This design comes from an exercise in tuning for small area, a short achievable clock period and few clock cycles per item on the open sky130 flow, not from production work.
Power figures rest on the tool's default switching activity, not on a simulated workload.

## the reference run
==> flow/design.v <==
module drrsched (
    input  wire         clk,
    input  wire         rst,
    input  wire         req_valid,
    output wire         req_ready,
    input  wire [7:0]   req_elig,       
    input  wire [7:0]   req_nonempty,   
    input  wire [111:0] req_len,        
    input  wire [23:0]  cfg_group,      
    input  wire [167:0] cfg_quantum,    
    output reg          resp_valid,
    output reg          resp_none,      
    output reg  [2:0]   resp_queue,
    output wire [175:0] deficit         
);
    integer i, j, k;
    reg          more;              
    reg  [2:0]   ptr [0:7];         
    reg  [21:0]  d   [0:7];         
    reg  [7:0]   ke;                
    reg  [2:0]   kg;                
    reg  [7:0]   kp;                
    reg  [13:0]  klen [0:7];
    reg  [20:0]  kqnt [0:7];
    assign req_ready = ~more;
    wire take = req_valid & ~more;
    genvar gi;
    generate
        for (gi = 0; gi < 8; gi = gi + 1) begin : g_out
            assign deficit[22*gi +: 22] = d[gi];
        end
    endgenerate
    reg  [7:0]   gsel [0:7];        
    reg  [7:0]   has;               
    reg  [7:0]   topm;              
    reg  [2:0]   top;
    reg  [7:0]   e_in;
    reg  [2:0]   p_in;
    always @(*) begin
        for (i = 0; i < 8; i = i + 1)
            for (j = 0; j < 8; j = j + 1)
                gsel[i][j] = req_elig[i] && (cfg_group[3*i +: 3] == j[2:0]);
        for (j = 0; j < 8; j = j + 1) begin
            has[j] = 1'b0;
            for (i = 0; i < 8; i = i + 1)
                has[j] = has[j] | gsel[i][j];
        end
        for (j = 0; j < 8; j = j + 1) begin
            topm[j] = has[j];
            for (i = j + 1; i < 8; i = i + 1)
                topm[j] = topm[j] & ~has[i];
        end
        top = 3'd0;
        p_in = 3'd0;
        for (j = 0; j < 8; j = j + 1) begin
            top  = top  | ({3{topm[j]}} & j[2:0]);
            p_in = p_in | ({3{topm[j]}} & ptr[j]);
        end
        for (i = 0; i < 8; i = i + 1) begin
            e_in[i] = 1'b0;
            for (j = 0; j < 8; j = j + 1)
                e_in[i] = e_in[i] | (gsel[i][j] & topm[j]);
        end
    end
    reg  [7:0]  e;                  
    reg  [2:0]  g;
    reg  [7:0]  po;                 
    reg  [13:0] len [0:7];
    reg  [20:0] qnt [0:7];
    always @(*) begin
        for (i = 0; i < 8; i = i + 1) begin
            len[i] = more ? klen[i] : req_len[14*i +: 14];
            qnt[i] = more ? kqnt[i] : cfg_quantum[21*i +: 21];
            po[i]  = more ? kp[i]   : (p_in == i[2:0]);
        end
        e = more ? ke : (e_in & {8{req_valid}});
        g = more ? kg : top;
    end
    reg  [14:0] lo  [0:7];          
    reg  [15:0] z   [0:7];          
    reg  [7:0]  shi [0:7];          
    reg  [14:0] tlo [0:7];          
    reg  [7:0]  thi [0:7];
    reg  [7:0]  sat1;               
    reg  [7:0]  ge0;                
    reg  [8:0]  va, vb, k255, k256;
    reg         v0, v255, v256, hz;
    always @(*) begin
        for (i = 0; i < 8; i = i + 1) begin
            lo[i]  = {1'b0, d[i][13:0]} + {1'b0, qnt[i][13:0]};
            z[i]   = {2'b0, d[i][13:0]} + {2'b0, qnt[i][13:0]} - {2'b0, len[i]};
            shi[i] = d[i][21:14] + {1'b0, qnt[i][20:14]} + {{7{z[i][15]}}, z[i][14]};
            va   = {1'b0, d[i][21:14]};
            vb   = {2'b0, qnt[i][20:14]};
            k255 = va ^ vb ^ 9'd255;
            k256 = va ^ vb ^ 9'd256;
            v255 = (k255 == {(va[7:0] & vb[7:0]) | ((va[7:0] ^ vb[7:0]) & ~8'd255), 1'b0});
            v256 = (k256 == {(va[7:0] & vb[7:0]) | ((va[7:0] ^ vb[7:0]) & ~8'd0), 1'b0});
            v0   = (d[i][21:14] == 8'd0) && (qnt[i][20:14] == 7'd0);
            hz   = lo[i][14] ? v255 : (v0 | v256);
            sat1[i] = e[i] && (!hz || (lo[i][14] ? (!z[i][15] && z[i][14]) : !z[i][15]));
            tlo[i]  = {1'b0, d[i][13:0]} - {1'b0, len[i]};
            thi[i]  = d[i][21:14] - {7'd0, tlo[i][14]};
            ge0[i]  = (d[i][21:14] != 8'd0) || !tlo[i][14];
        end
    end
    wire        sat0 = |(e & po & ge0);
    reg  [7:0] pre;
    reg  [7:0] bef [0:7];           
    always @(*) begin
        for (i = 0; i < 8; i = i + 1)
            for (j = 0; j < 8; j = j + 1) begin
                bef[i][j] = 1'b0;
                if (j < i) begin
                    bef[i][j] = 1'b1;
                    for (k = j; k < i; k = k + 1)
                        if (po[k]) bef[i][j] = 1'b0;
                end else if (j > i) begin
                    for (k = i; k < j; k = k + 1)
                        if (po[k]) bef[i][j] = 1'b1;
                end
            end
    end
    reg  [7:0] win1, add1;
    always @(*) begin
        for (i = 0; i < 8; i = i + 1) begin
            pre[i]  = |(bef[i] & sat1);
            win1[i] = sat1[i] & ~pre[i];
            add1[i] = e[i] & ~pre[i] & ~sat1[i];
        end
    end
    wire       none  = (e == 8'd0);
    wire       found = sat0 | (|sat1);
    wire       done  = none | found;
    reg  [2:0]  w;
    always @(*) begin
        w = 3'd0;
        for (i = 0; i < 8; i = i + 1)
            if (sat0 ? po[i] : win1[i]) w = w | i[2:0];
    end
    reg  [21:0] dn [0:7];
    reg         sel_s, sel_l, sel_t;
    always @(*) begin
        for (i = 0; i < 8; i = i + 1) begin
            sel_t = sat0 & po[i];
            sel_s = ~sat0 & win1[i];
            sel_l = ~sat0 & add1[i];
            dn[i] = ({22{sel_t}} & {thi[i], tlo[i][13:0]}) |
                    ({22{sel_s}} & {shi[i], z[i][13:0]}) |
                    ({22{sel_l}} & {8'd0, lo[i][13:0]}) |
                    ({22{~(sel_t | sel_s | sel_l)}} & d[i]);
        end
    end
    always @(posedge clk) begin
        if (rst) begin
            more       <= 1'b0;
            resp_valid <= 1'b0;
            for (i = 0; i < 8; i = i + 1) begin
                ptr[i] <= 3'd0;
                d[i]   <= 22'd0;
            end
        end else begin
            more       <= (take | more) & ~done;
            resp_valid <= (take | more) & done;
            for (i = 0; i < 8; i = i + 1) begin
                if (found && g == i[2:0])
                    ptr[i] <= w;
                d[i] <= (take && !req_nonempty[i]) ? 22'd0 : dn[i];
            end
        end
    end
    always @(posedge clk) begin
        resp_none  <= none;
        resp_queue <= w;
        if (!more) begin
            ke <= e;
            kg <= g;
            kp <= po;
            for (i = 0; i < 8; i = i + 1) begin
                klen[i] <= len[i];
                kqnt[i] <= qnt[i];
            end
        end
    end
endmodule
clock: 9.0 ns
lec_check: 0
cap_margin: 20
core_margin: 2
core_utilization: 40
place_density: 0.6
setup_slack_margin: 3.0
slew_margin: 20
run.sh (not shown) runs the stock make flow with config.mk's settings and CLKGATE_MAP_FILE= SYNTH_SCRIPT=/design/flow/synth_recipe.tcl, a recipe that flattens the netlist after the stock synthesis.
Modified inputs, the trial run compared to the reference run
==> flow/design.v <==
module drrsched (
    input  wire         clk,
    input  wire         rst,
    input  wire         req_valid,
    output wire         req_ready,
    input  wire [7:0]   req_elig,       
    input  wire [7:0]   req_nonempty,   
    input  wire [111:0] req_len,        
    input  wire [23:0]  cfg_group,      
    input  wire [167:0] cfg_quantum,    
    output reg          resp_valid,
    output reg          resp_none,      
    output reg  [2:0]   resp_queue,
    output wire [175:0] deficit         
);
    integer i, j, k;
    reg          more;              
    reg  [2:0]   ptr [0:7];         
    reg  [21:0]  d   [0:7];         
    reg  [7:0]   ke;                
    reg  [2:0]   kg;                
    reg  [7:0]   kp;                
    reg  [13:0]  klen [0:7];
    reg  [20:0]  kqnt [0:7];
    assign req_ready = ~more;
    wire take = req_valid & ~more;
    genvar gi;
    generate
        for (gi = 0; gi < 8; gi = gi + 1) begin : g_out
            assign deficit[22*gi +: 22] = d[gi];
        end
    endgenerate
    reg  [7:0]   gsel [0:7];        
    reg  [7:0]   has;               
    reg  [7:0]   topm;              
    reg  [2:0]   top;
    reg  [7:0]   e_in;
    reg  [2:0]   p_in;
    always @(*) begin
        for (i = 0; i < 8; i = i + 1)
            for (j = 0; j < 8; j = j + 1)
                gsel[i][j] = req_elig[i] && (cfg_group[3*i +: 3] == j[2:0]);
        for (j = 0; j < 8; j = j + 1) begin
            has[j] = 1'b0;
            for (i = 0; i < 8; i = i + 1)
                has[j] = has[j] | gsel[i][j];
        end
        for (j = 0; j < 8; j = j + 1) begin
            topm[j] = has[j];
            for (i = j + 1; i < 8; i = i + 1)
                topm[j] = topm[j] & ~has[i];
        end
        top = 3'd0;
        p_in = 3'd0;
        for (j = 0; j < 8; j = j + 1) begin
            top  = top  | ({3{topm[j]}} & j[2:0]);
            p_in = p_in | ({3{topm[j]}} & ptr[j]);
        end
        for (i = 0; i < 8; i = i + 1) begin
            e_in[i] = 1'b0;
            for (j = 0; j < 8; j = j + 1)
                e_in[i] = e_in[i] | (gsel[i][j] & topm[j]);
        end
    end
    reg  [7:0]  e;                  
    reg  [2:0]  g;
    reg  [7:0]  po;                 
    reg  [13:0] len [0:7];
    reg  [20:0] qnt [0:7];
    always @(*) begin
        for (i = 0; i < 8; i = i + 1) begin
            len[i] = more ? klen[i] : req_len[14*i +: 14];
            qnt[i] = more ? kqnt[i] : cfg_quantum[21*i +: 21];
            po[i]  = more ? kp[i]   : (p_in == i[2:0]);
        end
        e = more ? ke : (e_in & {8{req_valid}});
        g = more ? kg : top;
    end
    reg  [22:0] u   [0:7];          
    reg  [23:0] x   [0:7];          
    reg  [7:0]  sat1;               
    reg  [14:0] tlo [0:7];          
    reg  [7:0]  thi [0:7];
    reg  [7:0]  ge0;                
    always @(*) begin
        for (i = 0; i < 8; i = i + 1) begin
            u[i]    = {1'b0, d[i]} + {2'b0, qnt[i]};
            x[i]    = {2'b0, d[i]} + {3'b0, qnt[i]} - {10'd0, len[i]};
            sat1[i] = e[i] && (u[i][22] ? (x[i][23:22] == 2'b01) : !x[i][23]);
            tlo[i]  = {1'b0, d[i][13:0]} - {1'b0, len[i]};
            thi[i]  = d[i][21:14] - {7'd0, tlo[i][14]};
            ge0[i]  = (d[i][21:14] != 8'd0) || !tlo[i][14];
        end
    end
    wire        sat0 = |(e & po & ge0);
    reg  [7:0] pre;
    reg  [7:0] bef [0:7];           
    always @(*) begin
        for (i = 0; i < 8; i = i + 1)
            for (j = 0; j < 8; j = j + 1) begin
                bef[i][j] = 1'b0;
                if (j < i) begin
                    bef[i][j] = 1'b1;
                    for (k = j; k < i; k = k + 1)
                        if (po[k]) bef[i][j] = 1'b0;
                end else if (j > i) begin
                    for (k = i; k < j; k = k + 1)
                        if (po[k]) bef[i][j] = 1'b1;
                end
            end
    end
    reg  [7:0] win1;
    always @(*) begin
        for (i = 0; i < 8; i = i + 1) begin
            pre[i]  = |(bef[i] & sat1);
            win1[i] = sat1[i] & ~pre[i];
        end
    end
    wire       none  = (e == 8'd0);
    wire       found = sat0 | (|sat1);
    wire       done  = none | found;
    reg  [2:0]  w;
    always @(*) begin
        w = 3'd0;
        for (i = 0; i < 8; i = i + 1)
            if (sat0 ? po[i] : win1[i]) w = w | i[2:0];
    end
    reg  [7:0]  late;
    reg  [21:0] da [0:7];           
    reg  [21:0] db [0:7];           
    reg  [21:0] dn [0:7];
    reg         clr;
    always @(*) begin
        for (i = 0; i < 8; i = i + 1) begin
            late[i] = sat0 | pre[i];
            clr     = rst | (take & ~req_nonempty[i]);
            da[i]   = clr ? 22'd0 :
                      (po[i] & e[i] & ge0[i]) ? {thi[i], tlo[i][13:0]} : d[i];
            db[i]   = clr ? 22'd0 :
                      sat1[i] ? x[i][21:0] :
                      e[i] ? {8'd0, u[i][13:0]} : d[i];
            dn[i]   = late[i] ? da[i] : db[i];
        end
    end
    always @(posedge clk) begin
        if (rst) begin
            more       <= 1'b0;
            resp_valid <= 1'b0;
            for (i = 0; i < 8; i = i + 1)
                ptr[i] <= 3'd0;
        end else begin
            more       <= (take | more) & ~done;
            resp_valid <= (take | more) & done;
            for (i = 0; i < 8; i = i + 1) begin
                if (found && g == i[2:0])
                    ptr[i] <= w;
            end
        end
    end
    always @(posedge clk) begin
        for (i = 0; i < 8; i = i + 1)
            d[i] <= dn[i];
        resp_none  <= none;
        resp_queue <= w;
        if (!more) begin
            ke <= e;
            kg <= g;
            kp <= po;
            for (i = 0; i < 8; i = i + 1) begin
                klen[i] <= len[i];
                kqnt[i] <= qnt[i];
            end
        end
    end
endmodule
## What came out
Post-route minimum period on the trial run is up relative to the reference run.
NOTE: final period utilization in the trial run exceeds that of the reference run
For critical path depth, dividing the value from the trial run by the value from the reference run gives 0.59.
Summary of the trial run over the reference run: layout overhead on the synthesized area now sits lower; leakage power summed over all cells now sits higher; non-clock buffer count now sits lower.
The trial run finished all stages; however, its layout fails the closing checks, the failures being capacitance limit, slew limit.
The synthesized net count of the trial run is lower than that of the reference run.
Sort the reference run and the trial run by number of antenna violations at the first check in global routing asc -> top: the reference run
Note that the length of routed met3 wiring recorded for the trial run amounts to 0.866 times the value seen in the reference run.
The trial run -> the reference run: total I/O pin count delta 0, exact match
Row sequential fraction of total cell area: the trial run higher / the reference run lower
Placer's final routability congestion estimate (the trial run vs. the reference run) increases slightly
Layout cell share with drive strength beyond 1: lower on the trial run
The trial run vs the reference run — via count dropped by a few percent
No run of this note included a check of the RTL's function; only the layout flow was run.

-- port drivers added, routing unchanged --
The flow's constraints put no driver on any port. The routed layouts listed below were extracted and timed again, unchanged, in two steps. Step 1: set_driving_cell puts a clkbuf_16 on clk and a buf_2 on each other input, an assumption about the parent block. Step 2, shift: input delay + t, output delay - t, t = (earliest + latest rising clock arrival at the registers) / 2. This alone moves slack from input paths to output paths. a / b / c = no drivers / after step 1 / after step 2; a / b = the first two.
run	t (ns)	slack for setup (ns)	hold WS [ns]	worst setup path at the end	worst register clock-pin slew, ns
the reference run	0.704	3.005 / 2.980 / 2.276	0.507 / 0.507 / 0.507	input to register	0.06 / 0.06
the trial run	0.717	2.930 / 2.979 / 2.262	0.503 / 0.503 / 0.503	input to register	0.07 / 0.07
The setup slack of the reference run, which loses most, moves by -0.025 ns with the drivers and by -0.729 ns with both steps.
